From an optimization exercise on the open Yosys and OpenROAD flow, aimed at small area, a short achievable clock period and few clock cycles; shortcuts taken in it are not production practice. Where RTL was checked, it was by simulation tests only, not by an equivalence proof against the original. Power figures rest on the tool's default switching activity, not on a simulated workload.

==> inputs of run a <==
==> flow/design.v <==
module kz_lapcore (
    input  wire        clk,
    input  wire        rst_n,        
    input  wire        in_valid,
    output wire        in_ready,
    input  wire        in_op,        
    input  wire [31:0] in_data,
    input  wire [1:0]  in_gain,
    input  wire [15:0] in_gate,
    input  wire [15:0] in_dist,
    output reg         out_valid,
    output wire [15:0] out_e,
    output wire [31:0] out_period,
    output wire [31:0] out_length,
    output reg         out_reject,
    output reg         out_dist,
    output reg         out_loss
);
    localparam [30:0] P_NOM = 31'd1280000000;
    localparam [33:0] P_MIN = 34'd896000000;
    localparam [33:0] P_MAX = 34'd1638400000;
    reg s_idle, s_abs, s_div, s_mm, s_mul, s_pu, s_pv, s_lu;
    reg mul2;             
    reg [4:0]  cnt;
    reg [30:0] P;
    reg [33:0] R;         
    reg [18:0] Q;         
    reg [15:0] G;         
    reg [17:0] Y;         
    reg        bp;        
    reg        neg;
    reg [1:0]  gain;
    reg        lz;        
    reg        dsk;       
    reg        msk;       
    reg        bm1, bm2, binv;    
    assign in_ready   = s_idle;
    assign out_e      = Q[15:0];
    assign out_period = {1'b0, P};
    assign out_length = R[31:0];
    wire acc = s_idle & in_valid;
    wire d_small = in_data[31] ? (&in_data[31:20]) : !(|in_data[31:21]);
    wire [33:0] X   = s_div ? {R[32:0], 1'b0} : (lz ? 34'd0 : R);
    wire        m1  = s_div | s_pu | s_lu | (s_mul & bm1);
    wire        m2  = s_mul & bm2;
    wire        inv = (s_div & !R[33]) | (s_abs & neg) | (s_mul & binv);
    wire [33:0] Yop = (({34{m1}} & {3'd0, P}) | ({34{m2}} & {2'd0, P, 1'b0}) |
                       ({34{s_abs}} & R)) ^ {34{inv}};
    wire [33:0] sum = X + Yop + {33'd0, inv};
    wire        rej  = Q > {2'd0, G, 1'b0};           
    wire        dfl  = Q > {1'b0, Y};                 
    wire [15:0] m16  = Q[16:1] + {15'd0, Q[0]};       
    wire [15:0] mc   = dfl ? Y[16:1] : m16;
    wire [15:0] e_ps = (Q >= 19'd65535) ? 16'h7FFF : m16;
    wire [15:0] e_ng = (Q >  19'd65536) ? 16'h8000 : (~Q[16:1] + {15'd0, !Q[0]});
    wire [4:0]  vk = s_mm ? (5'd25 - {2'd0, gain, 1'b0}) : (gain[1] ? 5'd17 : 5'd19);
    wire [33:0] vc = (34'd1 << vk) - {33'd0, neg};
    wire p_ok = !(R < P_MIN) && !(R > P_MAX);
    reg  [17:0] y_n;
    reg         bp_n;
    reg  [4:0]  cnt_n;
    always @(*) begin
        y_n = Y; bp_n = bp; cnt_n = cnt;
        if (s_mm) begin
            y_n = {1'b0, mc, 1'b0}; bp_n = 1'b0; cnt_n = 5'd13 - {3'd0, gain};
        end else if (s_pv) begin
            y_n = gain[0] ? {1'b0, G, 1'b0} : {2'd0, G}; bp_n = 1'b0;
            cnt_n = gain[1] ? 5'd9 : 5'd10;
        end else if (msk) begin
            y_n = {8'd0, Y[17:8]}; bp_n = 1'b0; cnt_n = cnt - 5'd4;
        end else begin
            y_n = {2'd0, Y[17:2]}; bp_n = Y[1]; cnt_n = cnt - 5'd1;
        end
    end
    wire n_m1  = y_n[0] ^ bp_n;
    wire n_m2  = (y_n[1] & ~y_n[0] & ~bp_n) | (~y_n[1] & y_n[0] & bp_n);
    wire n_neg = y_n[1] & ~(y_n[0] & bp_n);
    wire n_msk = (y_n[7:0] == 8'd0) && !bp_n && (cnt_n >= 5'd4);
    wire mul_end = s_mul && (cnt_n == 5'd0);
    wire [33:0] r_ld = d_small ? {in_data[31], in_data[24:0], 8'd0}
                               : {{5{in_data[31]}}, in_data[24:0], 4'd0};
    wire sel_sum = s_abs | (s_div & !dsk) | s_pu | s_lu;
    wire sel_k4  = s_div & dsk;
    wire sel_s2  = s_mul & !msk;
    wire sel_k8  = s_mul & msk;
    wire sel_c   = s_mm | s_pv;
    wire [33:0] r_n = ({34{s_idle}}  & r_ld) |
                      ({34{sel_sum}} & sum) |
                      ({34{sel_k4}}  & {R[29:0], 4'd0}) |
                      ({34{sel_s2}}  & {{2{sum[33]}}, sum[33:2]}) |
                      ({34{sel_k8}}  & {{8{R[33]}}, R[33:8]}) |
                      ({34{sel_c}}   & vc);
    always @(posedge clk) R <= r_n;
    always @(posedge clk) begin
        out_valid <= 1'b0;
        if (!rst_n) begin
            s_idle <= 1'b1; s_abs <= 1'b0; s_div <= 1'b0; s_mm <= 1'b0; s_mul <= 1'b0;
            s_pu <= 1'b0; s_pv <= 1'b0; s_lu <= 1'b0;
            P <= P_NOM;
        end else begin
            s_idle <= (s_idle & !in_valid) | s_lu;
            s_abs  <= acc & !in_op;
            s_div  <= s_abs | (s_div & !(dsk ? (cnt == 5'd4) : (cnt == 5'd1)));
            s_mm   <= s_div & (dsk ? (cnt == 5'd4) : (cnt == 5'd1));
            s_mul  <= (s_mm & !rej) | (s_pv & p_ok) | (s_mul & !mul_end);
            s_pu   <= mul_end & !mul2;
            s_pv   <= s_pu;
            s_lu   <= (acc & in_op) | (s_mm & rej) | (s_pv & !p_ok) | (mul_end & mul2);
            out_valid <= s_lu;
            if (acc & in_op)   P <= in_data[30:0];
            if (s_pv & p_ok)   P <= R[30:0];
        end
        if (acc) begin
            out_reject <= 1'b0;
            out_dist   <= 1'b0;
            out_loss   <= 1'b0;
            lz   <= 1'b1;
            neg  <= in_data[31];
            gain <= in_gain;
            G    <= in_gate;
            Y    <= {1'b0, in_dist, 1'b0};
            cnt  <= d_small ? 5'd15 : 5'd19;
            Q    <= 19'd0;
        end
        if (s_abs) begin
            dsk <= (R[33:24] == 10'd0 || R[33:24] == 10'h3FF);
            lz  <= 1'b0;
        end
        if (s_div) begin
            cnt <= cnt - (dsk ? 5'd4 : 5'd1);
            dsk <= dsk && (R[33:21] == 13'd0) && (cnt >= 5'd8);
            Q   <= dsk ? {Q[14:0], 4'd0} : {Q[17:0], !sum[33]};
        end
        if (s_mm) begin
            Q <= {3'd0, neg ? e_ng : e_ps};
            out_reject <= rej;
            out_dist   <= dfl & !rej;
            lz   <= rej;
            G    <= mc;
            mul2 <= 1'b0;
        end
        if (s_pv) begin
            mul2     <= 1'b1;
            out_loss <= !p_ok;
            lz       <= !p_ok;
        end
        if (s_mm | s_pv | s_mul) begin
            Y <= y_n; bp <= bp_n; cnt <= cnt_n;
            bm1 <= n_m1; bm2 <= n_m2; binv <= n_neg ^ neg; msk <= n_msk;
        end
    end
endmodule
==> flow/run.sh <==
#!/bin/bash
# synth_recipe.tcl (not shown) runs the flow's synth.tcl, then flattens the netlist and writes it again
# the make line also repeats each setting of config.mk as NAME=value (left out here)
make -C /OpenROAD-flow-scripts/flow DESIGN_CONFIG=/design/flow/config.mk WORK_HOME=/design/flow/orfs CLKGATE_MAP_FILE= SYNTH_SCRIPT=/design/flow/synth_recipe.tcl finish
==> flow/config.mk <==
export PLATFORM = sky130hd
export DESIGN_NAME = kz_lapcore
export DESIGN_NICKNAME = kz_lapcore
export VERILOG_FILES = /design/flow/design.v
export SDC_FILE = /design/flow/constraint.sdc
export NUM_CORES = 4
export LEC_CHECK = 0
export ABC_AREA = 1
export CAP_MARGIN = 20
export CORE_MARGIN = 2
export CORE_UTILIZATION = 40
export SLEW_MARGIN = 20
==> flow/constraint.sdc <==
create_clock -name core_clock -period 14.0 [get_ports {clk}]
set_input_delay 2.8000 -clock core_clock [delete_from_list [all_inputs] [get_ports {clk}]]
set_output_delay 2.8000 -clock core_clock [all_outputs]
set_load 0.01 [all_outputs]
==> inputs of run b, as changes to run a <==
==> flow/design.v, changed modules only <==
module kz_lapcore (
    input  wire        clk,
    input  wire        rst_n,        
    input  wire        in_valid,
    output wire        in_ready,
    input  wire        in_op,        
    input  wire [31:0] in_data,
    input  wire [1:0]  in_gain,
    input  wire [15:0] in_gate,
    input  wire [15:0] in_dist,
    output reg         out_valid,
    output wire [15:0] out_e,
    output wire [31:0] out_period,
    output wire [31:0] out_length,
    output reg         out_reject,
    output reg         out_dist,
    output reg         out_loss
);
    localparam [30:0] P_NOM = 31'd1280000000;
    localparam [33:0] P_MIN = 34'd896000000;
    localparam [33:0] P_MAX = 34'd1638400000;
    reg s_idle, s_pl, s_abs, s_div, s_mm, s_mul, s_pu, s_pv, s_lu;
    reg mul2;             
    reg [4:0]  cnt;
    reg [30:0] P;
    reg [33:0] R;         
    reg [18:0] Q;         
    reg [15:0] G;         
    reg [17:0] Y;         
    reg        bp;        
    reg        neg;
    reg [1:0]  gain;
    reg        lz;        
    reg        dsm;       
    reg        d30;       
    reg        dsk;       
    reg        msk;       
    reg        c_x1, c_xz, c_m1, c_m2, c_ra, c_ra4, c_inv;
    assign in_ready   = s_idle;
    assign out_e      = Q[15:0];
    assign out_period = {1'b0, P};
    assign out_length = R[31:0];
    wire acc = s_idle & in_valid;
    wire d_small = in_data[31] ? (&in_data[31:20]) : !(|in_data[31:21]);
    wire [33:0] X   = c_x1 ? {R[32:0], 1'b0} : (c_xz ? 34'd0 : R);
    wire [33:0] Yop = (({34{c_m1}}  & {3'd0, P}) | ({34{c_m2}} & {2'd0, P, 1'b0}) |
                       ({34{c_ra}}  & R) | ({34{c_ra4}} & {R[29:0], 4'd0})) ^ {34{c_inv}};
    wire [33:0] sum = X + Yop + {33'd0, c_inv};
    function gt19(input [18:0] a, input [18:0] b);
        integer i;
        reg g, e;
        begin
            g = 1'b0; e = 1'b1;
            for (i = 18; i >= 0; i = i - 1) begin
                g = g | (e & a[i] & !b[i]);
                e = e & !(a[i] ^ b[i]);
            end
            gt19 = g;
        end
    endfunction
    wire        rej  = gt19(Q, {2'd0, G, 1'b0});      
    wire        dfl  = gt19(Q, {1'b0, Y});            
    wire [15:0] m16  = Q[16:1] + {15'd0, Q[0]};       
    wire [15:0] mc   = dfl ? Y[16:1] : m16;
    wire        sat_p = (|Q[18:16]) | (&Q[15:0]);             
    wire        sat_n = (|Q[18:17]) | (Q[16] & (|Q[15:0]));   
    wire [15:0] e_ps = sat_p ? 16'h7FFF : m16;
    wire [15:0] e_ng = sat_n ? 16'h8000 : (~Q[16:1] + {15'd0, !Q[0]});
    wire [4:0]  vk = s_mm ? (5'd25 - {2'd0, gain, 1'b0}) : (gain[1] ? 5'd17 : 5'd19);
    wire [33:0] vc = (34'd1 << vk) - {33'd0, neg};
    function ge18(input [17:0] a, input [17:0] b);
        integer i;
        reg g, e;
        begin
            g = 1'b0; e = 1'b1;
            for (i = 17; i >= 0; i = i - 1) begin
                g = g | (e & a[i] & !b[i]);
                e = e & !(a[i] ^ b[i]);
            end
            ge18 = g | e;
        end
    endfunction
    wire p_ok = ge18(R[30:13], P_MIN[30:13]) &&
                (ge18({6'd0, P_MAX[30:19]}, {6'd0, R[30:19]}) &&
                 !((R[30:19] == P_MAX[30:19]) && (|R[18:0])));
    reg  [17:0] y_n;
    reg         bp_n;
    reg  [4:0]  cnt_n;
    always @(*) begin
        if (s_mm) begin
            y_n = {1'b0, mc, 1'b0}; bp_n = 1'b0; cnt_n = 5'd13 - {3'd0, gain};
        end else if (s_pv) begin
            y_n = gain[0] ? {1'b0, G, 1'b0} : {2'd0, G}; bp_n = 1'b0;
            cnt_n = gain[1] ? 5'd9 : 5'd10;
        end else if (msk) begin
            y_n = {8'd0, Y[17:8]}; bp_n = 1'b0; cnt_n = cnt - 5'd4;
        end else begin
            y_n = {2'd0, Y[17:2]}; bp_n = Y[1]; cnt_n = cnt - 5'd1;
        end
    end
    wire n_m1  = y_n[0] ^ bp_n;
    wire n_m2  = (y_n[1] & ~y_n[0] & ~bp_n) | (~y_n[1] & y_n[0] & bp_n);
    wire n_neg = y_n[1] & ~(y_n[0] & bp_n);
    wire n_msk = (y_n[7:0] == 8'd0) && !bp_n && (cnt_n >= 5'd4);
    wire div_end = dsk ? (cnt == 5'd4) : (cnt == 5'd1);
    wire mul_end = (cnt_n == 5'd0);
    wire n_abs = acc & !in_op;
    wire n_div = s_abs | (s_div & !div_end);
    wire n_mm  = s_div & div_end;
    wire n_mul = (s_mm & !rej) | (s_pv & p_ok) | (s_mul & !mul_end);
    wire n_pu  = s_mul & mul_end & !mul2;
    wire n_lu  = s_pl | (s_mm & rej) | (s_pv & !p_ok) | (s_mul & mul_end & mul2);
    wire sel_sum = s_abs | (s_div & !dsk) | s_pu | s_lu | s_pl;
    wire sel_k4  = s_div & dsk;
    wire sel_s2  = s_mul & !msk;
    wire sel_k8  = s_mul & msk;
    wire sel_c   = s_mm | s_pv;
    wire [33:0] r_n = ({34{s_idle}}  & {in_data[29:0], 4'd0}) |
                      ({34{sel_sum}} & sum) |
                      ({34{sel_k4}}  & {R[29:0], 4'd0}) |
                      ({34{sel_s2}}  & {{2{sum[33]}}, sum[33:2]}) |
                      ({34{sel_k8}}  & {{8{R[33]}}, R[33:8]}) |
                      ({34{sel_c}}   & vc);
    always @(posedge clk) begin
        R <= r_n;
        c_x1  <= n_div;
        c_xz  <= n_abs | (n_lu & !s_mul);
        c_m1  <= n_div | n_pu | n_lu | (n_mul & n_m1);
        c_m2  <= n_mul & n_m2;
        c_ra  <= n_abs & !d_small;
        c_ra4 <= n_abs & d_small;
        c_inv <= (n_abs & in_data[31]) | (n_div & !r_n[33]) | (n_mul & (n_neg ^ neg) & (n_m1 | n_m2));
    end
    always @(posedge clk) begin
        out_valid <= 1'b0;
        if (!rst_n) begin
            s_idle <= 1'b1; s_pl <= 1'b0; s_abs <= 1'b0; s_div <= 1'b0; s_mm <= 1'b0; s_mul <= 1'b0;
            s_pu <= 1'b0; s_pv <= 1'b0; s_lu <= 1'b0;
            P <= P_NOM;
        end else begin
            s_idle <= (s_idle & !in_valid) | s_lu;
            s_pl   <= acc & in_op;
            s_abs  <= n_abs;
            s_div  <= n_div;
            s_mm   <= n_mm;
            s_mul  <= n_mul;
            s_pu   <= n_pu;
            s_pv   <= s_pu;
            s_lu   <= n_lu;
            out_valid <= s_lu;
            if (s_pl)          P <= {d30, R[33:4]};
            if (s_pv & p_ok)   P <= R[30:0];
        end
        if (s_idle) begin
            d30  <= in_data[30];
            out_reject <= 1'b0;
            out_dist   <= 1'b0;
            out_loss   <= 1'b0;
            lz   <= 1'b1;
            neg  <= in_data[31];
            gain <= in_gain;
            G    <= in_gate;
            Y    <= {1'b0, in_dist, 1'b0};
            dsm  <= d_small;
            Q    <= 19'd0;
        end
        if (s_abs) begin
            cnt <= dsm ? 5'd15 : 5'd19;
            dsk <= dsm && ((R[33:21] == 13'd0) || (R[33:20] == 14'h3FFF));
        end
        if (s_div) begin
            cnt <= cnt - (dsk ? 5'd4 : 5'd1);
            dsk <= dsk && (R[33:21] == 13'd0) && (cnt >= 5'd8);
            Q   <= dsk ? {Q[14:0], 4'd0} : {Q[17:0], !sum[33]};
        end
        if (s_mm) begin
            Q <= {3'd0, neg ? e_ng : e_ps};
            out_reject <= rej;
            out_dist   <= dfl & !rej;
            lz   <= rej;
            G    <= mc;
            mul2 <= 1'b0;
        end
        if (s_pv) begin
            mul2     <= 1'b1;
            out_loss <= !p_ok;
            lz       <= !p_ok;
        end
        if (s_mm | s_pv | s_mul) begin
            Y <= y_n; bp <= bp_n; cnt <= cnt_n; msk <= n_msk;
        end
    end
endmodule
==> qor summary <==
| quantity | run a | run b |
|---|---|---|
| Clk pwr share | 0.353 | 0.272 |
| Setup crit start kind | input port | flop |
| Path length in cells of the critical path | 10 | 1 |
| Routing layer with the top usage in global route | met2 | met1 |
| Peak VDD IR | 87.9 uV | 153 uV |
| Mean cell area of the mapped netlist | 6.58 um2 | 6.73 um2 |
| Area taken by multi-input logic gates | 8400 um2 | 7680 um2 |
| Post-Synth XOR/XNOR Area | 0.0445 | 0.0459 |
| Overall power after layout | 0.00142 W | 0.00171 W |
| Power consumed by the clock network | 0.000501 W | 0.000466 W |
| Length of the first detailed-routing pass in iterations | 6 | 8 |
| Terminus of the critical flop-to-flop path | R[21] | R[25] |
| Clock network area share | 0.0395 | 0.0373 |
| Run status | finished clean | finished clean |
| Placed instance count | 2,545 | 2,353 |
| Initial antenna violation count | 0 | 2 |
| First element of the critical path | in_valid | s_idle |
| Fraction of final layout cells sized beyond drive strength 1 | 0.0418 | 0.0459 |
| Largest stage delay, worst path | 0.67 ns | 0.93 ns |
| Count of buffering cells on the critical path with inverters included | 4 | 1 |
Testbench counts of run b, summed over its fixed seeds: cycles 103,403.
For run a, only the layout was checked, not whether the RTL still works.

[what the ideal ports hide]
Ports are ideal in the flow. The routed layouts listed here were re-timed in OpenROAD. Step 1, drivers: a clkbuf_16 drives clk and a buf_2 each remaining input, both assumed. Step 2 also shifts input and output timing later by t, the mid clock arrival at the registers, as if the neighbouring blocks saw the same clock. Three values: ideal ports, drivers, drivers and shift; two values: the first two.
run	shift t [ns]	setup WS [ns]	clock arrival spread, ns	worst slew at a driven data input, ns
run a	0.504	8.970 / 8.997 / 8.492	0.023 / 0.023	0.04
run b	0.503	9.130 / 9.080 / 9.549	0.015 / 0.016	0.11
After both steps every run listed still meets setup and hold. The setup slack of run a, which loses most, moves by +0.027 ns with the drivers and by -0.478 ns with both steps.
